What follows belongs to an exercise in optimizing a design on an open flow for small area and few clock cycles per item; a production flow would make more cautious choices. In this exercise RTL edits were held to simulation tests only and were not proved equivalent to the original.

==> flow/design.v (outline; a module is shown in full before it is edited, if it fits) <==
// module ctl_pid: 7845 lines
module ctl_pid (
    input  wire        clk,
    input  wire        rst,
    input  wire        in_valid,
    output wire        in_ready,
    input  wire        restart,
    input  wire [31:0] y,
    input  wire [31:0] ri,
    input  wire [31:0] u0,
    input  wire        slew_en,
    input  wire [30:0] slew,
    input  wire [23:0] kp,
    input  wire [23:0] ki,
    input  wire [23:0] kd,
    input  wire [23:0] kn,
    input  wire [31:0] lo,
    input  wire [31:0] hi,
    input  wire [31:0] rp_in,
    input  wire [31:0] yp_in,
    input  wire [47:0] d_in,
    input  wire [47:0] i_in,
    input  wire [31:0] u_prev_in,
    input  wire        reinit_in,
    output reg         out_valid,
    output reg  [31:0] u,
    output reg  [31:0] r_out,
    output reg  [47:0] d_out,
    output reg  [47:0] i_out
);
  // ...
==> flow/flow/run.sh <==
#!/bin/bash
# Own layout flow: the standard synthesis and layout, with these changes:
#  - synthesis maps the logic left after the full and half adders with an
#    area-oriented ABC script (flow/abc_area.script, through ABC_AREA=1 and a
#    copy of ORFS's scripts folder); registers are mapped before ABC runs, so
#    they are the standard synthesis's;
#  - after synthesis, flow/polopt.py re-picks the polarity of full adders and
#    XOR gates so that fewer inverters are needed (same registers, same
#    function; see the script);
#  - port buffering uses the smallest buffer, sky130_fd_sc_hd__buf_1;
#  - clock tree synthesis inserts no dummy loads.
# Each step's full output goes to a log file of its own in this folder.
set -euo pipefail
R=orfs/results/${FLOW_PLATFORM}/ctl_pid/base

rm -rf scripts_abc
cp -r "$FLOW_HOME/scripts" scripts_abc
cp flow/abc_area.script scripts_abc/abc_area.script
SCRIPTS_DIR="$PWD/scripts_abc" ABC_AREA=1 bash standard.sh synth > std_synth.log 2>&1

cp "$R/1_2_yosys.v" 1_2_yosys.std.v
python3 flow/polopt.py 1_2_yosys.std.v 1_2_yosys.polopt.v > polopt.log 2>&1
cp 1_2_yosys.polopt.v "$R/1_2_yosys.v"
rm -f "$R/1_synth.odb" "$R/1_synth.sdc" 1_2_yosys.std.v 1_2_yosys.polopt.v

export BUFFER_PORTS_ARGS="-buffer_cell sky130_fd_sc_hd__buf_1"
export CTS_ARGS="-sink_clustering_enable -repair_clock_nets -dont_use_dummy_load -buf_list {sky130_fd_sc_hd__clkbuf_4 sky130_fd_sc_hd__clkbuf_8}"
bash standard.sh finish > std_finish.log 2>&1
rm -rf scripts_abc
==> flow/flow/abc_area.script <==
&get -n
&st
&dch
&nf -R 1000 -p
&put
topo
stime -c
dnsize -c
==> flow/flow/polopt.py <==
#!/usr/bin/env python3
"""Inverter polarity optimisation of a flat sky130hd gate netlist written by Yosys.

Full adders are self-dual (complementing all three inputs complements both
outputs) and XOR/XNOR gates only change type when an input or the output is
complemented. This pass removes the netlist's inverters, picks for each full
adder and XOR gate the polarity that needs the fewest inverters, and puts back
one inverter per net that still needs its complement. Registers, ports and all
other cells are untouched.

usage: polopt.py IN.v OUT.v
"""
import re
import sys
from collections import defaultdict

INV = re.compile(r"^sky130_fd_sc_hd__(inv|clkinv)_\d+$")
FA = re.compile(r"^sky130_fd_sc_hd__fa_\d+$")
XOR = re.compile(r"^sky130_fd_sc_hd__(xor2|xnor2)_(\d+)$")
OUT_PINS = {"X", "Y", "Q", "Q_N", "SUM", "COUT", "HI", "LO", "GCLK"}

CELL = re.compile(r"^\s*(sky130_fd_sc_hd__\w+)\s+(\S+)\s*\((.*?)\);", re.S | re.M)
PIN = re.compile(r"\.(\w+)\(\s*([^()]*?)\s*\)")


def main(src, dst):
    text = open(src).read()
    mstart = text.index("module ")
    body_start = text.index(";", mstart) + 1
    end = text.rindex("endmodule")
    header = text[:body_start]
    body = text[body_start:end]
    if re.search(r"^\s*assign\b", body, re.M):
        raise SystemExit("netlist has assign statements; not handled")

    # declarations (input/output/wire lines) are kept as they are
    decls = []
    for line in body.splitlines():
        s = line.strip()
        if s.startswith(("input ", "output ", "wire ", "inout ")):
            decls.append(line)
    outputs = set()
    for line in decls:
        m = re.match(r"\s*output\s+(\[(\d+):(\d+)\]\s+)?(\S+);", line)
        if m:
            name = m.group(4)
            if m.group(1):
                hi, lo = int(m.group(2)), int(m.group(3))
                for i in range(min(hi, lo), max(hi, lo) + 1):
                    outputs.add(f"{name}[{i}]")
            else:
                outputs.add(name)

    cells = []
    for m in CELL.finditer(body):
        typ, name, pins = m.group(1), m.group(2), m.group(3)
        pm = [(p, n) for p, n in PIN.findall(pins)]
        cells.append([typ, name, pm])
    ncell_text = len(re.findall(r"^\s*sky130_fd_sc_hd__", body, re.M))
    if ncell_text != len(cells):
        raise SystemExit(f"parsed {len(cells)} cells of {ncell_text}")

    def norm(n):
        return n.replace(" ", "")

    driver = {}
    for ci, (typ, name, pm) in enumerate(cells):
        for p, n in pm:
            if p in OUT_PINS:
                driver[norm(n)] = (ci, p)

    # inverters whose output is a port stay as ordinary cells
    is_inv = [bool(INV.match(c[0])) and norm(dict(c[2])["Y"]) not in outputs for c in cells]

    def resolve(n):
        par = 0
        seen = 0
        while True:
            d = driver.get(n)
            if d is None or not is_inv[d[0]]:
                return n, par
            n = norm(dict(cells[d[0]][2])["A"])
            par ^= 1
            seen += 1
            if seen > 1000:
                raise SystemExit("inverter loop")

    # variables: FA polarity and XOR output polarity, one per cell
    var_of_cell = {}
    nvar = 0
    kind = []
    for ci, c in enumerate(cells):
        if FA.match(c[0]) or XOR.match(c[0]):
            var_of_cell[ci] = nvar
            kind.append("fa" if FA.match(c[0]) else "xor")
            nvar += 1

    # per root: availability variable (or None), and consumers
    # consumer entry: (q, var) needs physical polarity q ^ p[var] (var None -> q);
    # XOR inputs are flexible and need nothing.
    cons = defaultdict(list)
    root_var = {}
    pin_root = {}  # (ci, pin) -> (root, parity)
    for ci, (typ, name, pm) in enumerate(cells):
        if is_inv[ci]:
            continue
        v = var_of_cell.get(ci)
        for p, n in pm:
            n = norm(n)
            if p in OUT_PINS:
                if v is not None:
                    root_var[n] = v
                continue
            if n.startswith("1'") or n == "":
                pin_root[(ci, p)] = (n, 0)
                continue
            r, par = resolve(n)
            pin_root[(ci, p)] = (r, par)
            if v is not None and kind[v] == "xor":
                cons[r].append((par, None, True))
            elif v is not None:
                cons[r].append((par, v, False))
            else:
                cons[r].append((par, None, False))
    # output ports read their net directly
    for o in outputs:
        r, par = resolve(o)
        if r != o:
            raise SystemExit(f"port {o} driven through removable inverter")
        cons[r].append((0, None, False))

    forced = set()
    for r in root_var:
        if r in outputs:
            forced.add(root_var[r])

    p = [0] * nvar
    roots_of_var = defaultdict(set)
    for r, lst in cons.items():
        for q, v, flex in lst:
            if v is not None:
                roots_of_var[v].add(r)
    for r, v in root_var.items():
        roots_of_var[v].add(r)

    def cost(r):
        a = p[root_var[r]] if r in root_var else 0
        for q, v, flex in cons.get(r, ()):
            if flex:
                continue
            need = q ^ (p[v] if v is not None else 0)
            if need != a:
                return 1
        return 0

    total = sum(cost(r) for r in cons)
    orig_inv = sum(1 for x in is_inv if x)
    print(f"cells {len(cells)}, removable inverters {orig_inv}, vars {nvar}, start cost {total}")
    for it in range(20):
        improved = 0
        for v in range(nvar):
            if v in forced:
                continue
            rs = roots_of_var[v]
            before = sum(cost(r) for r in rs)
            p[v] ^= 1
            after = sum(cost(r) for r in rs)
            if after < before or (after == before and it % 2 == 1 and False):
                total += after - before
                improved += 1
            else:
                p[v] ^= 1
        print(f"pass {it}: cost {total}, flips {improved}")
        if not improved:
            break

    # rewrite
    new_cells = []
    inv_net = {}
    inv_cells = []
    counter = [0]

    def phys(r, need):
        a = p[root_var[r]] if r in root_var else 0
        if need == a:
            return r
        if r not in inv_net:
            counter[0] += 1
            nn = f"_polinv_{counter[0]}_"
            inv_net[r] = nn
            inv_cells.append((f"_polinvc_{counter[0]}_", r, nn))
        return inv_net[r]

    for ci, (typ, name, pm) in enumerate(cells):
        if is_inv[ci]:
            continue
        v = var_of_cell.get(ci)
        newpm = []
        xflip = 0
        for pn, n in pm:
            nn = norm(n)
            if pn in OUT_PINS:
                newpm.append((pn, nn))
                continue
            r, par = pin_root[(ci, pn)]
            if nn.startswith("1'") or nn == "":
                newpm.append((pn, n))
                continue
            if v is not None and kind[v] == "xor":
                a = p[root_var[r]] if r in root_var else 0
                # use what is there; remember the complement it adds
                if r in inv_net and False:
                    pass
                newpm.append((pn, r))
                xflip ^= par ^ a
            elif v is not None:
                newpm.append((pn, phys(r, par ^ p[v])))
            else:
                newpm.append((pn, phys(r, par)))
        if v is not None and kind[v] == "xor":
            # the output must carry true ^ p[v]
            xflip ^= p[v]
            if xflip:
                m = XOR.match(typ)
                to_xnor = m.group(1) == 'xor2'
                typ = f"sky130_fd_sc_hd__{'xnor2' if to_xnor else 'xor2'}_{m.group(2)}"
                newpm = [(("Y" if to_xnor else "X") if pn in ("X", "Y") else pn, n) for pn, n in newpm]
        new_cells.append((typ, name, newpm))

    def esc(n):
        return n + " " if n.startswith("\\") else n

    out = [header]
    declared = set()
    for line in decls:
        out.append(line)
    for cname, a, y in inv_cells:
        out.append(f"  wire {y};")
    for typ, name, pm in new_cells:
        pins = ",\n".join(f"    .{pn}({esc(n)})" for pn, n in pm)
        out.append(f"  {typ} {name} (\n{pins}\n  );")
    for cname, a, y in inv_cells:
        out.append(f"  sky130_fd_sc_hd__inv_1 {cname} (\n    .A({esc(a)}),\n    .Y({y})\n  );")
    out.append("endmodule\n")
    open(dst, "w").write("\n".join(out))
    print(f"inverters: {orig_inv} -> {len(inv_cells)}")


if __name__ == "__main__":
    main(sys.argv[1], sys.argv[2])
==> flow/standard.sh <==
#!/bin/bash
# synth_recipe.tcl (not shown) runs the flow's synth.tcl, then flattens the netlist and writes it again
# the make line also repeats each setting of config.mk as NAME=value (left out here)
make -C /OpenROAD-flow-scripts/flow DESIGN_CONFIG=/design/flow/config.mk WORK_HOME=/design/flow/orfs CLKGATE_MAP_FILE= SYNTH_SCRIPT=/design/flow/synth_recipe.tcl "${@:-finish}"
==> flow/config.mk <==
export PLATFORM = sky130hd
export DESIGN_NAME = ctl_pid
export DESIGN_NICKNAME = ctl_pid
export VERILOG_FILES = /design/flow/design.v
export SDC_FILE = /design/flow/constraint.sdc
export NUM_CORES = 4
export LEC_CHECK = 0
export CAP_MARGIN = 20
export CORE_MARGIN = 2
export CORE_UTILIZATION = 55
export CTS_BUF_LIST = sky130_fd_sc_hd__clkbuf_4 sky130_fd_sc_hd__clkbuf_8
export SLEW_MARGIN = 20
==> flow/constraint.sdc <==
create_clock -name core_clock -period 20.0 [get_ports {clk}]
set_input_delay 4.0000 -clock core_clock [delete_from_list [all_inputs] [get_ports {clk}]]
set_output_delay 4.0000 -clock core_clock [all_outputs]
set_load 0.01 [all_outputs]
==> key figures, run 1 <==
Cells and area
  • Largest register FFs: 49
  • Fraction of standard cell area in multi-input logic: 77.9%
  • Most common cell after layout, fill and taps aside: xor2_1
  • Most frequent cells in the layout: xor2_1 (1,342), fa_1 (1,309), inv_1 (1,184), a22oi_1 (1,139), nand2_1 (1,005)

Floorplanning
  • Chip height: 447 um
  • Row Count: 162
  • Core box area: 195,000 um2
  • Die area: 200,000 um2

Worst setup path
  • Critical path's slowest cell: nor3_2
  • Crit path kind: register to primary output
  • Reg-to-reg startpoint: kpb[5]$_DFF_P_
  • Data required time at the worst endpoint: 16,000 ps
  • Worst path top cell family by delay: compound AO/OA/AOI/OAI gates

STA
  • Fin. max-slew vios: 0
  • Final worst setup slack: 1020 ps
  • Setup TNS: 0 ps
  • Final hold vios: 0
  • Achievable clock frequency: 52.7 MHz
  • Post-layout min period: 18,980 ps

Job
  • Max_cap viols: 0

Worst hold path
  • Hold path cells: 0
  • Hold Path End: loc[18]$_DFF_P_

Global routing
  • Met3 Use GR: 14.4%
  • Overflow after GRT: 0

Run status
  • Run status: timing/DRC/antenna clean

Drt
  • M1 wire length: 164 mm

Place
  • Setup WS pre-CTS: 1710 ps
Testbench counts, summed over its fixed seeds: cycles 32,016, items 32,000.
==> run 2, diff against run 1 <==
==> flow/flow/abc_area.script (replaced) <==
&get -n
&st
&dch
&nf -R 20 -p
&put
topo
stime -c
dnsize -c
==> run 2 against run 1 <==
Cell count hardly changed. Core utilization is 0.30 points lower. Wire length is 1.6% higher. Still clean on timing, DRC and antenna. Register-to-register slack better by 590 ps. Critical endpoint unchanged. Largest cell class unchanged. Die area is 0.99% higher. Sequential cell count stayed put.
==> key figures, run 2 <==
Drt
  • First drt pass iteration count: 9 (unchanged)
  • Avg Vias per Cell: 6.73 (was 6.61)
  • Detailed-route DRC error count: 0 (unchanged)
  • Total number of vias: 107,232 (was 105,418)
  • Routed len/inst: 29.6 um (was 29.1 um)
  • Routed WL: 471 mm (was 464 mm)
  • Iteration-0 DRC Markers: 13,550 (was 12,870)
  • Routed Antenna Nets: 0 (unchanged)

Job
  • Max_cap viols: 0 (unchanged)

Place
  • DP HPWL: 354 mm (was 349 mm)
  • GPL Wtd Cong: 1.07 (was 1.06)
  • Post-Place Cells: 15,799 (was 15,793)
  • Setup WS pre-CTS: 2840 ps (was 1710 ps)
  • Port bufs: 645 (unchanged)
  • Cell Area, Placed: 118,000 um2 (was 117,000 um2)

Clock tree
  • CTS tree: done (unchanged)
  • Cts bufs inserted: 115 (unchanged)
  • Worst-skew pair later-pin latency: 980 ps (was 970 ps)
  • Setup bufs post-CTS: 0 (unchanged)
  • TritonCTS sink count: 613 (unchanged)
  • Reg clk slew, reported paths: 60 ps (about the same)
  • CTS Buffer Depth: 3 (unchanged)
  • Cts hold-fix bufs: 0 (unchanged)
  • Post-CTS Resized: 0 (unchanged)
  • H-tree level count: 3 (unchanged)
  • CTS root buffer: clkbuf_8 (unchanged)

STA
  • Achievable clock frequency: 55.3 MHz (was 52.7 MHz)
  • Final worst setup slack: 1920 ps (was 1020 ps)
  • Fin. max-slew vios: 0 (unchanged)
  • Final hold vios: 0 (unchanged)
  • Final Skew: 171 ps (was 149 ps)
  • Slew @ Worst Pin: 1220 ps (was 1290 ps)
  • Setup TNS: 0 ps (unchanged)
  • Ratio of final minimum period to clock period: 90.4% (was 94.9%)
  • Slew margin rel.: 18.6% (was 13.8%)
  • Post-layout min period: 18,080 ps (was 18,980 ps)
  • RSZ-0062 raised after global routing: false
  • Final Setup Violations: 0 (unchanged)
  • Worst hold slack: 262 ps (was 234 ps)

Global routing
  • Global-route wire length before repair: 694 mm (was 681 mm)
  • Antenna violations before repair: 34 (was 42)
  • Overall global routing resource usage: 45.4% (about the same)
  • Number of global-route vias before repair: 108,696 (was 106,720)
  • Largest net degree at the start of global routing: 108 (was 98)
  • Overflow after GRT: 0 (unchanged)

Cells and area
  • Most frequent cells in the layout: xor2_1 (1,336), fa_1 (1,309), inv_1 (1,195), a22oi_1 (1,157), ha_1 (973) (was xor2_1 (1,342), fa_1 (1,309), inv_1 (1,184), a22oi_1 (1,139), nand2_1 (1,005))
  • Multi-input logic area: 93,300 um2 (was 92,400 um2)
  • Layout cells sized above 1: 4.08% (was 4.46%)
  • Largest register FFs: 49 (unchanged)
  • Reg with most FFs: gdb (unchanged)
  • Fin area: 119,000 um2 (about the same)
  • # nets final: 16,045 (was 16,055)
  • # fillers: 17,792 (was 17,677)
  • Seq. cell area: 12,400 um2 (about the same)
  • Fin cells: 15,936 (was 15,938)
  • Syn-to-layout area delta: 9.26% (was 9.65%)
  • End-of-flow core utilization: 60.5% (was 60.8%)
  • Most common cell after layout, fill and taps aside: xor2_1 (unchanged)

Yosys
  • Cell area after synthesis: 109,000 um2 (was 108,000 um2)
  • Yosys Warn Count: 1 (unchanged)
  • Mapped Cells: 12,281 (was 12,261)
  • Net Count, Synth: 15,049 (was 15,029)
  • Syn Area/Cell: 8.90 um2 (was 8.82 um2)

Worst setup path
  • Critical path arrival: 14,080 ps (was 14,980 ps)
  • Crit start category: register (unchanged)
  • Largest fanout on the critical path: 49 (was 65)
  • CP most frequent cell: o21ai_0 (was nand2_1)
  • CP Launch Point: dnc[0]$_DFF_P_ (unchanged)
  • Reg-to-reg startpoint: eb[4]$_SDFF_PN1_ (was kpb[5]$_DFF_P_)
  • Critical path's slowest cell: buf_4 (was nor3_2)
  • Crit path kind: register to primary output (unchanged)
  • CP endpoint kind: primary output (unchanged)
  • Max stage delay on crit path: 620 ps (was 490 ps)
  • Data required time at the worst endpoint: 16,000 ps (about the same)

Worst hold path
  • Worst hold start: lob[10]$_DFF_P_ (was lob[18]$_DFF_P_)
  • HP Class: register to register (unchanged)

Floorplanning
  • Die Width: 450 um (was 447 um)
  • IO Count: 647 (unchanged)
  • Core box area: 197,000 um2 (was 195,000 um2)
  • Die area: 202,000 um2 (was 200,000 um2)
  • Row Count: 163 (was 162)
  • Chip height: 450 um (was 447 um)
  • Initial Util: 55.3% (was 55.4%)

Run status
  • Run status: timing/DRC/antenna clean (unchanged)
run 2: worst paths after layout:
| path | to | slack (ps) | depth (start not counted) |
|---|---|---|---|
| hold / removal | loc[10]$_DFF_P_ | 260 | 0 |
| hold reg to reg | loc[10]$_DFF_P_ | 260 | 0 |
| setup / recovery | i_out[1] | 1920 | 55 |
| setup reg to reg | icc[32]$_SDFF_PP1_ | 2200 | 54 |
run 2: routing by layer:
layer  global-route usage (%)  wire [um]  vias to the layer above
li1                         -          -                    45454
met3                     14.0      58400                     2107
met1                     54.0     167000                    51771
met5                    0.473        285                        -
met2                     68.1     200000                     7874
met4                     35.7      46200                       26
run 2: critical path, delay by kind of cell, from the launching register on:
kind / cells / cell delay [ps]
adders and majority gates: 5 / 1760
xor gates and xnor gates: 3 / 710
and+or+nand+nor: 13 / 1680
DFF: 1 / 340
AOI/OAI and AO/OA: 31 / 7620
buffers and inverters: 3 / 900
run 2: final cells by class:
class | count | share of cell area (%)
Tap cell | 2640 | 2.77
Inverter | 1196 | 3.76
Clock buffer | 115 | 1.33
Timing Repair Buffer | 880 | 3.56
Antenna cell | 21 | 0.0440
Multi-Input combinational cell | 10471 | 78.2
Sequential cell | 613 | 10.4
==> run 3, diff against run 2 <==
==> flow/flow/abc_area.script (replaced) <==
&get -n
&st
&dch
&nf -R 1000 -p
&put
topo
stime -c
dnsize -c
--- a/flow/config.mk
+++ b/flow/config.mk
@@ -5,8 +5,8 @@
 export SDC_FILE = /design/flow/constraint.sdc
 export NUM_CORES = 4
 export LEC_CHECK = 0
-export CAP_MARGIN = 20
+export CAP_MARGIN = 5
 export CORE_MARGIN = 2
 export CORE_UTILIZATION = 55
 export CTS_BUF_LIST = sky130_fd_sc_hd__clkbuf_4 sky130_fd_sc_hd__clkbuf_8
-export SLEW_MARGIN = 20
+export SLEW_MARGIN = 5
==> run 3 against run 2 <==
Global-route usage about the same. Highest routed layer unchanged. Non-clock buffer count increased by 29. Setup slack worse by 890 ps. Via count is 1.7% lower. Wire length decreased by 1.5%. Sequential cell count is the same. Clock-buffer cell count did not move. Critical path type unchanged.
==> key figures, run 3 <==
Drt
  • Routed WL: 464 mm (was 471 mm)
  • Avg Vias per Cell: 6.61 (was 6.73)
  • Iteration-0 DRC Markers: 13,261 (was 13,550)
  • First drt pass iteration count: 10 (was 9)
  • Total number of vias: 105,413 (was 107,232)
  • Detailed-route DRC error count: 0 (unchanged)
  • Routed len/inst: 29.1 um (was 29.6 um)
  • Routed Antenna Nets: 0 (unchanged)

Worst setup path
  • Max stage delay on crit path: 470 ps (was 620 ps)
  • Data required time at the worst endpoint: 16,000 ps (about the same)
  • Critical path arrival: 14,980 ps (was 14,080 ps)
  • Crit path kind: register to primary output (unchanged)
  • Crit start category: register (unchanged)
  • Largest fanout on the critical path: 65 (was 49)
  • CP most frequent cell: nand2_1 (was o21ai_0)
  • CP endpoint kind: primary output (unchanged)
  • Critical path's slowest cell: nor3_2 (was buf_4)

Place
  • Setup WS pre-CTS: 1710 ps (was 2840 ps)
  • Port bufs: 645 (unchanged)
  • GPL Wtd Cong: 1.06 (was 1.07)
  • DP HPWL: 349 mm (was 354 mm)

Cells and area
  • Reg with most FFs: gdb (unchanged)
  • # nets final: 16,054 (was 16,045)
  • Layout cells sized above 1: 4.41% (was 4.08%)
  • Most frequent cells in the layout: xor2_1 (1,343), fa_1 (1,309), inv_1 (1,184), a22oi_1 (1,139), nand2_1 (1,005) (was xor2_1 (1,336), fa_1 (1,309), inv_1 (1,195), a22oi_1 (1,157), ha_1 (973))
  • Most common cell after layout, fill and taps aside: xor2_1 (unchanged)
  • Syn-to-layout area delta: 9.62% (was 9.26%)
  • Largest register FFs: 49 (unchanged)

Floorplanning
  • Core box area: 195,000 um2 (was 197,000 um2)
  • IO Count: 647 (unchanged)
  • Row Count: 162 (was 163)
  • Chip height: 447 um (was 450 um)
  • Die area: 200,000 um2 (was 202,000 um2)
  • Die Width: 447 um (was 450 um)
  • Initial Util: 55.4% (was 55.3%)

STA
  • Slew @ Worst Pin: 1320 ps (was 1220 ps)
  • Fin. max-slew vios: 0 (unchanged)
  • Final hold vios: 0 (unchanged)
  • Final Skew: 139 ps (was 171 ps)
  • Post-layout min period: 18,980 ps (was 18,080 ps)
  • Final Setup Violations: 0 (unchanged)
  • Ratio of final minimum period to clock period: 94.9% (was 90.4%)
  • Achievable clock frequency: 52.7 MHz (was 55.3 MHz)
  • Slew margin rel.: 11.1% (was 18.6%)
  • Worst hold slack: 227 ps (was 262 ps)
  • Final worst setup slack: 1020 ps (was 1920 ps)

Run status
  • Run status: timing/DRC/antenna clean (unchanged)

Worst hold path
  • HP Class: register to register (unchanged)

Yosys
  • Mapped Cells: 12,261 (was 12,281)
  • Cell area after synthesis: 108,000 um2 (was 109,000 um2)
  • Net Count, Synth: 15,029 (was 15,049)
  • Syn Area/Cell: 8.82 um2 (was 8.90 um2)
  • Yosys Warn Count: 1 (unchanged)

Clock tree
  • Worst-skew pair later-pin latency: 970 ps (was 980 ps)
  • TritonCTS sink count: 613 (unchanged)
  • CTS Buffer Depth: 3 (unchanged)
  • Cts bufs inserted: 115 (unchanged)
  • Setup bufs post-CTS: 0 (unchanged)
  • CTS tree: done (unchanged)
  • Reg clk slew, reported paths: 60 ps (about the same)
  • CTS root buffer: clkbuf_8 (unchanged)
  • H-tree level count: 3 (unchanged)
  • Post-CTS Resized: 0 (unchanged)
  • Cts hold-fix bufs: 0 (unchanged)

Global routing
  • Overall global routing resource usage: 45.4% (about the same)
  • Overflow after GRT: 0 (unchanged)
  • Antenna violations before repair: 43 (was 34)
  • Number of global-route vias before repair: 106,720 (was 108,696)
  • Largest net degree at the start of global routing: 98 (was 108)
  • Global-route wire length before repair: 681 mm (was 694 mm)

Job
  • Max_cap viols: 0 (unchanged)
run 3: final timing paths:
kind              cells past startpoint  slack (ps)            start            endpoint
setup / recovery                     73        1020   dnc[0]$_DFF_P_            i_out[1]
hold / removal                        0         230  lob[18]$_DFF_P_     loc[18]$_DFF_P_
setup reg to reg                     63        1640   kpb[5]$_DFF_P_  icc[18]$_SDFF_PP1_
hold reg to reg                       0         230  lob[18]$_DFF_P_     loc[18]$_DFF_P_
run 3: per-layer routing:
| metal | track usage, % | wire (um) | vias up |
|---|---|---|---|
| li1 | - | - | 45271 |
| met1 | 53.6 | 165000 | 50646 |
| met2 | 67.5 | 196000 | 7544 |
| met3 | 14.4 | 57300 | 1922 |
| met4 | 37.5 | 46600 | 30 |
| met5 | 0.342 | 281 | - |
run 3: area by class of cell:
class,instances,area (um2)
Multi-Input combinational cell,10462,92300
Fill cell,17681,76600
Sequential cell,613,12400
Inverter,1185,4450
Timing Repair Buffer,909,4450
Tap cell,2624,3280
Clock buffer,115,1580
Antenna cell,35,87.6
run 3: stage by stage:
step / utilization, % / cell area [um2] / instances / setup TNS, ps
after floorplan: - / 108000 / 12261 / 0
after global placement: 59.9 / 117000 / 15793 / 0
after detailed placement: 59.9 / 117000 / 15793 / 0
after CTS: 60.7 / 118000 / 15908 / 0
after global routing: 60.7 / 119000 / 15928 / -71.4
final: 60.7 / 119000 / 15943 / 0
run 3: worst max-delay path, delay by kind of cell (launching register included):
family	cells	cell delay, ps
compound gates	31	7060
xor+xnor	2	560
fa+ha+maj	4	1410
buf+inv	4	970
flops	1	340
simple gates	32	3580
==> run 4, diff against run 3 <==
--- a/flow/flow/run.sh
+++ b/flow/flow/run.sh
@@ -8,7 +8,9 @@
 #    XOR gates so that fewer inverters are needed (same registers, same
 #    function; see the script);
 #  - port buffering uses the smallest buffer, sky130_fd_sc_hd__buf_1;
-#  - clock tree synthesis inserts no dummy loads.
+#  - clock tree synthesis inserts no dummy loads;
+#  - after global routing, cells on paths with slack to spare are downsized
+#    (ORFS's power recovery, RECOVER_POWER).
 # Each step's full output goes to a log file of its own in this folder.
 set -euo pipefail
 R=orfs/results/${FLOW_PLATFORM}/ctl_pid/base
@@ -25,5 +27,6 @@
 
 export BUFFER_PORTS_ARGS="-buffer_cell sky130_fd_sc_hd__buf_1"
 export CTS_ARGS="-sink_clustering_enable -repair_clock_nets -dont_use_dummy_load -buf_list {sky130_fd_sc_hd__clkbuf_4 sky130_fd_sc_hd__clkbuf_8}"
+export RECOVER_POWER=100
 bash standard.sh finish > std_finish.log 2>&1
 rm -rf scripts_abc
--- a/flow/config.mk
+++ b/flow/config.mk
@@ -5,8 +5,8 @@
 export SDC_FILE = /design/flow/constraint.sdc
 export NUM_CORES = 4
 export LEC_CHECK = 0
-export CAP_MARGIN = 5
+export CAP_MARGIN = 20
 export CORE_MARGIN = 2
 export CORE_UTILIZATION = 55
 export CTS_BUF_LIST = sky130_fd_sc_hd__clkbuf_4 sky130_fd_sc_hd__clkbuf_8
-export SLEW_MARGIN = 5
+export SLEW_MARGIN = 20
==> run 4 against run 3 <==
The layout now fails its checks (capacitance limit, slew limit). Global-route usage is the same. Register-to-register slack got worse by 700 ps. Final area is essentially flat. Hold slack improved by 5.3 ps. Setup slack lost 86 ps. Synthesized cell count did not move. Clock skew grew 4.9 ps. Sequential share of layout area about the same. Clock-buffer cell count unchanged. Largest cell class unchanged.
==> key figures, run 4 <==
Run status
  • Layout check faults: capacitance limit, slew limit
  • Run status: finished with violations (was timing/DRC/antenna clean)

Cells and area
  • Most common cell after layout, fill and taps aside: xor2_1 (unchanged)
  • Reg with most FFs: gdb (unchanged)
  • Largest register FFs: 49 (unchanged)
  • End-of-flow core utilization: 60.7% (about the same)
  • # nets final: 16,055 (was 16,054)
  • Most frequent cells in the layout: xor2_1 (1,342), fa_1 (1,309), inv_1 (1,184), a22oi_1 (1,139), nand2_1 (1,005) (was xor2_1 (1,343), fa_1 (1,309), inv_1 (1,184), a22oi_1 (1,139), nand2_1 (1,005))
  • Syn-to-layout area delta: 9.60% (was 9.62%)
  • Layout cells sized above 1: 4.35% (was 4.41%)

Clock tree
  • CTS Buffer Depth: 3 (unchanged)
  • Worst-skew pair later-pin latency: 970 ps (about the same)
  • Cts bufs inserted: 115 (unchanged)
  • CTS tree: done (unchanged)
  • H-tree level count: 3 (unchanged)
  • CTS root buffer: clkbuf_8 (unchanged)
  • Setup bufs post-CTS: 0 (unchanged)
  • Reg clk slew, reported paths: 70 ps (was 60 ps)
  • TritonCTS sink count: 613 (unchanged)

Place
  • DP HPWL: 349 mm (unchanged)
  • Setup WS pre-CTS: 1710 ps (unchanged)
  • Port bufs: 645 (unchanged)
  • GPL Wtd Cong: 1.06 (unchanged)

Yosys
  • Yosys Warn Count: 1 (unchanged)
  • Syn Area/Cell: 8.82 um2 (unchanged)
  • Cell area after synthesis: 108,000 um2 (unchanged)
  • Net Count, Synth: 15,029 (unchanged)
  • Mapped Cells: 12,261 (unchanged)

Floorplanning
  • Core box area: 195,000 um2 (unchanged)
  • IO Count: 647 (unchanged)
  • Chip height: 447 um (unchanged)
  • Die Width: 447 um (unchanged)
  • Row Count: 162 (unchanged)
  • Initial Util: 55.4% (unchanged)
  • Die area: 200,000 um2 (unchanged)

Drt
  • Iteration-0 DRC Markers: 13,116 (was 13,261)
  • Avg Vias per Cell: 6.61 (about the same)
  • Detailed-route DRC error count: 0 (unchanged)
  • Routed Antenna Nets: 0 (unchanged)
  • Routed WL: 464 mm (about the same)
  • Routed len/inst: 29.1 um (about the same)
  • First drt pass iteration count: 7 (was 10)
  • Total number of vias: 105,403 (was 105,413)

STA
  • Setup TNS: 0 ps (unchanged)
  • Achievable clock frequency: 52.5 MHz (was 52.7 MHz)
  • Slew margin rel.: -102% (was 11.1%)
  • Final Setup Violations: 0 (unchanged)
  • Post-layout min period: 19,060 ps (was 18,980 ps)
  • Final hold vios: 0 (unchanged)
  • Final worst setup slack: 938 ps (was 1020 ps)
  • Final Skew: 144 ps (was 139 ps)
  • Slew @ Worst Pin: 3030 ps (was 1320 ps)
  • Fin. max-slew vios: 240 (was 0)
  • Ratio of final minimum period to clock period: 95.3% (was 94.9%)

Worst setup path
  • Largest fanout on the critical path: 54 (was 65)
  • Crit path kind: register to register (was register to primary output)
  • Critical path's slowest cell: clkbuf_1 (was nor3_2)
  • CP endpoint kind: register (was primary output)
  • Crit start category: register (unchanged)
  • Data required time at the worst endpoint: 20,780 ps (was 16,000 ps)
  • Critical path arrival: 19,840 ps (was 14,980 ps)
  • Max stage delay on crit path: 1130 ps (was 470 ps)

Global routing
  • Global-route wire length before repair: 681 mm (unchanged)
  • Overall global routing resource usage: 45.4% (unchanged)
  • Antenna violations before repair: 42 (was 43)
  • Overflow after GRT: 0 (unchanged)
  • Largest net degree at the start of global routing: 98 (unchanged)
  • Number of global-route vias before repair: 106,720 (unchanged)

Job
  • Max_cap viols: 5 (was 0)

Worst hold path
  • HP Class: register to register (unchanged)
==> run 4: worst paths after layout <==
| check | from | to | slack, ps | depth (start not counted) |
|---|---|---|---|---|
| max | knb[7]$_SDFF_PP0_ | icc[1]$_SDFF_PP1_ | 940 | 51 |
| min | lob[18]$_DFF_P_ | loc[18]$_DFF_P_ | 230 | 0 |
| max reg2reg | knb[7]$_SDFF_PP0_ | icc[1]$_SDFF_PP1_ | 940 | 51 |
| min reg2reg | lob[18]$_DFF_P_ | loc[18]$_DFF_P_ | 230 | 0 |
==> run 4: final cells by class <==
type,instances,area [um2]
antenna,32,80.1
clock buffer,115,1580
fill,17688,76600
inverter,1185,4450
multi-input combinational,10462,92400
sequential,613,12400
tap,2624,3280
timing repair buffer,910,4420
==> run 4: routing by layer <==
metal	vias to the layer above	track usage (%)	share of wire, %
met5	-	0.342	0.062
met4	30	37.5	10
met3	1900	14.4	12
met2	7538	67.5	42
met1	50686	53.6	35
li1	45249	-	-
==> run 4: worst max-delay path: cells and delay by family, from the launching register on <==
kind	cells	cell delay, ps
AOI/OAI and AO/OA	20	6740
xor gates and xnor gates	4	1240
adders and majority gates	8	3640
buffers and inverters	6	3190
DFF	1	330
and+or+nand+nor	13	3780
==> run 4: through the flow <==
stage               instances  hold WS, ps  instance area, um2
floorplan               12261          310              108000
global placement        15793          310              117000
detailed placement      15793          312              117000
CTS                     15908          234              118000
global route            15928          237              119000
finish                  15941          232              119000
==> run 4: what timing repair did <==
item / 4_1_cts / 5_1_grt
endpoints found under the setup margin: 0 / 68
hold buffers: 0 / 0
resized for setup: 0 / 7
==> run 5, diff against run 4 <==
--- a/flow/flow/run.sh
+++ b/flow/flow/run.sh
@@ -8,9 +8,7 @@
 #    XOR gates so that fewer inverters are needed (same registers, same
 #    function; see the script);
 #  - port buffering uses the smallest buffer, sky130_fd_sc_hd__buf_1;
-#  - clock tree synthesis inserts no dummy loads;
-#  - after global routing, cells on paths with slack to spare are downsized
-#    (ORFS's power recovery, RECOVER_POWER).
+#  - clock tree synthesis inserts no dummy loads.
 # Each step's full output goes to a log file of its own in this folder.
 set -euo pipefail
 R=orfs/results/${FLOW_PLATFORM}/ctl_pid/base
@@ -26,7 +24,6 @@
 rm -f "$R/1_synth.odb" "$R/1_synth.sdc" 1_2_yosys.std.v 1_2_yosys.polopt.v
 
 export BUFFER_PORTS_ARGS="-buffer_cell sky130_fd_sc_hd__buf_1"
-export CTS_ARGS="-sink_clustering_enable -repair_clock_nets -dont_use_dummy_load -buf_list {sky130_fd_sc_hd__clkbuf_4 sky130_fd_sc_hd__clkbuf_8}"
-export RECOVER_POWER=100
+export CTS_ARGS="-sink_clustering_enable -repair_clock_nets -dont_use_dummy_load -buf_list {sky130_fd_sc_hd__clkbuf_4}"
 bash standard.sh finish > std_finish.log 2>&1
 rm -rf scripts_abc
--- a/flow/config.mk
+++ b/flow/config.mk
@@ -8,5 +8,5 @@
 export CAP_MARGIN = 20
 export CORE_MARGIN = 2
 export CORE_UTILIZATION = 55
-export CTS_BUF_LIST = sky130_fd_sc_hd__clkbuf_4 sky130_fd_sc_hd__clkbuf_8
+export CTS_BUF_LIST = sky130_fd_sc_hd__clkbuf_4
 export SLEW_MARGIN = 20
==> run 5 against run 4 <==
The run now finishes clean. Die area is the same. Non-clock buffer count grew 2. Core utilization shrank 0.078 points. Critical path type is now register to primary output. Highest routed layer unchanged.
==> key figures, run 5 <==
Run status
  • Run status: timing/DRC/antenna clean (was finished with violations)

Job
  • Max_cap viols: 0 (was 5)

Yosys
  • Net Count, Synth: 15,029 (unchanged)
  • Mapped Cells: 12,261 (unchanged)
  • Cell area after synthesis: 108,000 um2 (unchanged)
  • Yosys Warn Count: 1 (unchanged)
  • Syn Area/Cell: 8.82 um2 (unchanged)

Floorplanning
  • Row Count: 162 (unchanged)
  • Chip height: 447 um (unchanged)
  • Die area: 200,000 um2 (unchanged)
  • IO Count: 647 (unchanged)
  • Initial Util: 55.4% (unchanged)
  • Die Width: 447 um (unchanged)
  • Core box area: 195,000 um2 (unchanged)

Global routing
  • Largest net degree at the start of global routing: 98 (unchanged)
  • Number of global-route vias before repair: 107,221 (was 106,720)
  • Overall global routing resource usage: 45.5% (was 45.4%)
  • Antenna violations before repair: 46 (was 42)
  • Global-route wire length before repair: 682 mm (was 681 mm)
  • Overflow after GRT: 0 (unchanged)

Worst setup path
  • CP endpoint kind: primary output (was register)
  • Data required time at the worst endpoint: 16,000 ps (was 20,780 ps)
  • Crit path kind: register to primary output (was register to register)
  • Reg-to-reg startpoint: kpb[5]$_DFF_P_ (was knb[7]$_SDFF_PP0_)
  • CP Launch Point: dnc[0]$_DFF_P_ (was knb[7]$_SDFF_PP0_)
  • Critical path's slowest cell: mux2_1 (was clkbuf_1)
  • Buf+Inv Stages, Crit Path: 5 (was 6)
  • Max stage delay on crit path: 520 ps (was 1130 ps)
  • Critical path arrival: 14,910 ps (was 19,840 ps)
  • Largest fanout on the critical path: 65 (was 54)
  • Worst path top cell family by delay: compound AO/OA/AOI/OAI gates (unchanged)
  • CP most frequent cell: nand2_1
  • Crit start category: register (unchanged)

STA
  • Final Setup Violations: 0 (unchanged)
  • Slew @ Worst Pin: 1260 ps (was 3030 ps)
  • Setup TNS: 0 ps (unchanged)
  • RSZ-0062 raised after global routing: false
  • Slew margin rel.: 15.7% (was -102%)
  • Achievable clock frequency: 52.9 MHz (was 52.5 MHz)
  • Final worst setup slack: 1090 ps (was 938 ps)
  • Post-layout min period: 18,910 ps (was 19,060 ps)
  • Fin. max-slew vios: 0 (was 240)
  • Final Skew: 206 ps (was 144 ps)
  • Final hold vios: 0 (unchanged)
  • Ratio of final minimum period to clock period: 94.5% (was 95.3%)

Cells and area
  • # nets final: 16,117 (was 16,055)
  • Fin area: 118,000 um2 (was 119,000 um2)
  • Most common cell after layout, fill and taps aside: xor2_1 (unchanged)
  • Layout cells sized above 1: 4.92% (was 4.35%)
  • Reg with most FFs: gdb (unchanged)
  • Most frequent cells in the layout: xor2_1 (1,341), fa_1 (1,309), inv_1 (1,184), a22oi_1 (1,139), nand2_1 (1,005) (was xor2_1 (1,342), fa_1 (1,309), inv_1 (1,184), a22oi_1 (1,139), nand2_1 (1,005))
  • Largest register FFs: 49 (unchanged)
  • Syn-to-layout area delta: 9.46% (was 9.60%)
  • Fin cells: 16,007 (was 15,941)
  • # fillers: 17,731 (was 17,688)

Place
  • Port bufs: 645 (unchanged)
  • Setup WS pre-CTS: 1710 ps (unchanged)
  • GPL Wtd Cong: 1.06 (unchanged)
  • Post-Place Cells: 15,793 (unchanged)
  • DP HPWL: 349 mm (unchanged)
  • Cell Area, Placed: 117,000 um2 (unchanged)

Clock tree
  • H-tree level count: 4 (was 3)
  • CTS root buffer: clkbuf_4 (was clkbuf_8)
  • TritonCTS sink count: 613 (unchanged)
  • Worst-skew pair later-pin latency: 1350 ps (was 970 ps)
  • CTS tree: done (unchanged)
  • CTS Buffer Depth: 3 (unchanged)
  • Cts bufs inserted: 175 (was 115)
  • Cts hold-fix bufs: 0 (unchanged)
  • Reg clk slew, reported paths: 60 ps (was 70 ps)

Drt
  • Total number of vias: 105,699 (was 105,403)
  • Avg Vias per Cell: 6.60 (was 6.61)
  • Detailed-route DRC error count: 0 (unchanged)
  • Iteration-0 DRC Markers: 13,053 (was 13,116)
  • First drt pass iteration count: 10 (was 7)
  • Routed len/inst: 29.0 um (was 29.1 um)
  • Routed Antenna Nets: 0 (unchanged)
  • Routed WL: 464 mm (about the same)

Worst hold path
  • HP Class: register to register (unchanged)
  • Worst hold start: hib[25]$_DFF_P_ (was lob[18]$_DFF_P_)
==> run 5: metrics by stage <==
step,utilization (%),hold slack [ps]
2_1_floorplan,-,310
3_3_place_gp,59.9,310
3_5_place_dp,59.9,312
4_1_cts,60.5,247
5_1_grt,60.6,248
6_report,60.7,240
==> run 5: area by class of cell <==
cell class	count	area (um2)	area share [%]
multi-input combinational	10462	92400	78.0
sequential	613	12400	10.5
timing repair buffer	912	4480	3.78
inverter	1185	4450	3.76
tap	2624	3280	2.77
clock buffer	175	1310	1.11
antenna	36	90.1	0.0761
==> run 5: worst register-to-register path: cells and delay by family, from the launching register on <==
| family | cells | cell delay [ps] |
|---|---|---|
| flip-flops | 1 | 780 |
| buffers and inverters | 5 | 1820 |
| adder cells (fa/ha/maj) | 7 | 3010 |
| XOR/XNOR | 5 | 1080 |
| AO/OA/AOI/OAI | 22 | 6710 |
| AND/OR/NAND/NOR | 23 | 4900 |
==> run 5: per-layer routing <==
metal	wire length (um)	share of wire, %	track usage, %	vias up
li1	-	-	-	45451
met1	165000	36	53.4	50897
met2	195000	42	67.6	7392
met3	56500	12	14.8	1923
met4	47000	10	37.4	36
met5	231	0.050	0.0244	-
==> run 5: worst paths after layout <==
kind                         to  slack [ps]  depth (start not counted)
min             hic[25]$_DFF_P_         240                          0
min reg2reg     hic[25]$_DFF_P_         240                          0
max reg2reg  icc[20]$_SDFF_PP1_        1650                         62
max                    i_out[2]        1090                         73
==> run 5: repair_timing <==
action                                  4_1_cts  5_1_grt
setup buffers                                 0        1
resized for setup                             0       11
endpoints found under the setup margin        0       80
==> run 6, diff against run 5 <==
--- a/flow/config.mk
+++ b/flow/config.mk
@@ -5,8 +5,8 @@
 export SDC_FILE = /design/flow/constraint.sdc
 export NUM_CORES = 4
 export LEC_CHECK = 0
-export CAP_MARGIN = 20
+export CAP_MARGIN = 5
 export CORE_MARGIN = 2
 export CORE_UTILIZATION = 55
 export CTS_BUF_LIST = sky130_fd_sc_hd__clkbuf_4
-export SLEW_MARGIN = 20
+export SLEW_MARGIN = 5
==> run 6 against run 5 <==
Via count decreased by 0.27%. Non-clock buffer count shrank 2. Sequential cell count unchanged. Largest cell class unchanged. Core utilization hardly changed. Clock skew fell by 7.2 ps. Die area stayed put. Cell count hardly changed. Synthesized area unchanged.
==> key figures, run 6 <==
Run status
  • Run status: timing/DRC/antenna clean (unchanged)

Worst setup path
  • Reg-to-reg startpoint: kpb[5]$_DFF_P_ (unchanged)
  • Critical path arrival: 14,890 ps (was 14,910 ps)
  • Crit path kind: register to primary output (unchanged)
  • Critical path's slowest cell: dfxtp_1 (was mux2_1)
  • CP most frequent cell: nand2_1 (unchanged)
  • Data required time at the worst endpoint: 16,000 ps (about the same)
  • R2r setup slk: 1620 ps (was 1650 ps)
  • CP endpoint kind: primary output (unchanged)
  • Crit start category: register (unchanged)
  • RR Endpoint: icc[20]$_SDFF_PP1_ (unchanged)
  • Largest fanout on the critical path: 65 (unchanged)
  • Worst Reg-to-Reg Cells: 62 (unchanged)
  • Max stage delay on crit path: 780 ps (was 520 ps)

STA
  • Fin. max-slew vios: 0 (unchanged)
  • Achievable clock frequency: 52.9 MHz (about the same)
  • RSZ-0062 raised after global routing: false (unchanged)
  • Final Skew: 199 ps (was 206 ps)
  • Slew margin rel.: 4.30% (was 15.7%)
  • Ratio of final minimum period to clock period: 94.5% (about the same)
  • Final Setup Violations: 0 (unchanged)
  • Post-layout min period: 18,890 ps (was 18,910 ps)
  • Slew @ Worst Pin: 1420 ps (was 1260 ps)
  • Setup TNS: 0 ps (unchanged)
  • Final hold vios: 0 (unchanged)
  • Worst hold slack: 244 ps (was 240 ps)

Place
  • Port bufs: 645 (unchanged)
  • GPL Wtd Cong: 1.06 (unchanged)
  • DP HPWL: 349 mm (unchanged)

Cells and area
  • Most common cell after layout, fill and taps aside: xor2_1 (unchanged)
  • Syn-to-layout area delta: 9.40% (was 9.46%)
  • Largest register FFs: 49 (unchanged)
  • Layout cells sized above 1: 4.86% (was 4.92%)
  • Reg with most FFs: gdb (unchanged)
  • # fillers: 17,740 (was 17,731)
  • Most frequent cells in the layout: xor2_1 (1,343), fa_1 (1,309), inv_1 (1,184), a22oi_1 (1,139), nand2_1 (1,005) (was xor2_1 (1,341), fa_1 (1,309), inv_1 (1,184), a22oi_1 (1,139), nand2_1 (1,005))
  • # nets final: 16,115 (was 16,117)

Drt
  • Met3 WL: 58.2 mm (was 56.5 mm)
  • First drt pass iteration count: 11 (was 10)
  • Routed WL: 464 mm (about the same)
  • Top Layer Used: met5 (unchanged)
  • M1 wire length: 164 mm (was 165 mm)
  • Wire length on met2: 195 mm (about the same)
  • Routed Antenna Nets: 0 (unchanged)
  • Total number of vias: 105,414 (was 105,699)
  • Detailed-route DRC error count: 0 (unchanged)
  • Routed len/inst: 29.0 um (about the same)
  • Iteration-0 DRC Markers: 13,541 (was 13,053)
  • Avg Vias per Cell: 6.59 (was 6.60)

Floorplanning
  • Core box area: 195,000 um2 (unchanged)
  • Die area: 200,000 um2 (unchanged)
  • IO Count: 647 (unchanged)
  • Initial Util: 55.4% (unchanged)
  • Chip height: 447 um (unchanged)
  • Row Count: 162 (unchanged)
  • Die Width: 447 um (unchanged)

Global routing
  • Overflow after GRT: 0 (unchanged)
  • Overall global routing resource usage: 45.5% (unchanged)
  • Largest net degree at the start of global routing: 98 (unchanged)
  • Number of global-route vias before repair: 107,221 (unchanged)
  • Antenna violations before repair: 47 (was 46)
  • Global-route wire length before repair: 682 mm (unchanged)

Clock tree
  • CTS root buffer: clkbuf_4 (unchanged)
  • TritonCTS sink count: 613 (unchanged)
  • Reg clk slew, reported paths: 60 ps (about the same)
  • Cts hold-fix bufs: 0 (unchanged)
  • CTS tree: done (unchanged)
  • H-tree level count: 4 (unchanged)
  • Cts bufs inserted: 175 (unchanged)
  • CTS Buffer Depth: 3 (unchanged)
  • Worst-skew pair later-pin latency: 1350 ps (about the same)

Worst hold path
  • Hold Path End: hic[25]$_DFF_P_ (unchanged)
  • HP Class: register to register (unchanged)
  • Hold path cells: 0 (unchanged)
  • Worst hold start: hib[25]$_DFF_P_ (unchanged)

Job
  • Max_cap viols: 0 (unchanged)

Yosys
  • Cell area after synthesis: 108,000 um2 (unchanged)
  • Mapped Cells: 12,261 (unchanged)
  • Syn Area/Cell: 8.82 um2 (unchanged)
  • Yosys Warn Count: 1 (unchanged)
  • Net Count, Synth: 15,029 (unchanged)
-- run 6: layout make-up --
type | instances | area (um2) | share of cell area [%]
multi-input cells | 10462 | 92300 | 78.0
inverters | 1185 | 4450 | 3.76
clock buffers | 175 | 1310 | 1.11
diodes | 37 | 92.6 | 0.0782
well taps | 2624 | 3280 | 2.77
flip-flops and latches | 613 | 12400 | 10.5
repair buffers | 910 | 4460 | 3.77
-- run 6: worst max-delay path by stage --
stage,from,end,slack (ps),depth (start not counted)
after detailed placement,icc[0]$_SDFF_PP1_,i_out[1],1710,73
after global routing,dnc[0]$_DFF_P_,i_out[2],80,73
after global placement,dnc[0]$_DFF_P_,i_out[1],2060,71
after floorplan,kpb[3]$_DFF_P_,icc[1]$_SDFF_PP1_,580,61
after CTS,dnc[0]$_DFF_P_,i_out[1],160,71
final,dnc[7]$_DFF_P_,i_out[2],1110,68
-- run 6: through the flow --
| stage | cells | utilization, % | cell area, um2 | setup slack [ps] |
|---|---|---|---|---|
| 2_1_floorplan | 12261 | - | 108000 | 581 |
| 6_report | 16006 | 60.6 | 118000 | 1110 |
| 3_3_place_gp | 15793 | 59.9 | 117000 | 2060 |
| 3_5_place_dp | 15793 | 59.9 | 117000 | 1710 |
| 5_1_grt | 15994 | 60.6 | 118000 | 77.4 |
| 4_1_cts | 15968 | 60.5 | 118000 | 164 |
-- run 6: worst max-delay path, delay by kind of cell (launching register included) --
family,cells,cell delay [ps]
compound gates,30,6520
xor+xnor,2,320
fa+ha+maj,3,1220
buf+inv,4,970
flops,1,780
mux,1,510
simple gates,28,3070
-- run 6: timing repair --
| action | in CTS | in global routing |
|---|---|---|
| resized for setup | 0 | 11 |
| setup endpoints to repair | 0 | 80 |
| setup buffers | 0 | 1 |
-- run 6: routing by layer --
| metal | track usage (%) | up-vias |
|---|---|---|
| met3 | 14.8 | 1878 |
| met2 | 67.6 | 7437 |
| met1 | 53.4 | 50627 |
| met4 | 37.4 | 38 |
| li1 | - | 45434 |
| met5 | 0.0244 | - |

[afterwards: timing with drivers on the ports]
The flow's constraints put no driver on any port. The routed layouts listed below were extracted and timed again, unchanged, in two steps. Step 1, drivers: a clkbuf_16 drives clk and a buf_2 each remaining input, both assumed. Step 2, shift: input delay + t, output delay - t, t = (earliest + latest rising clock arrival at the registers) / 2. This alone moves slack from input paths to output paths. Three values: ideal, step 1, step 2; two values: the first two.
run	shift t [ns]	setup slack, ns	clock arrival spread, ns	worst data-port slew with drivers (ns)	cell pins on the clock port's net
run 1	0.994	1.018 / 0.918 / 1.605	0.153 / 0.153	0.17	1
run 2	1.002	1.917 / 1.814 / 2.204	0.183 / 0.183	0.15	1
run 3	1.004	1.024 / 0.923 / 1.642	0.144 / 0.144	0.17	1
run 4	0.993	0.938 / 0.890 / 0.025	0.150 / 0.150	0.22	1
run 5	1.348	1.090 / 0.991 / 1.649	0.206 / 0.206	0.21	1
run 6	1.346	1.109 / 1.009 / 1.620	0.199 / 0.198	0.19	1
For run 4, which loses most, drivers alone change the setup slack by -0.048 ns; drivers and shift together by -0.913 ns.
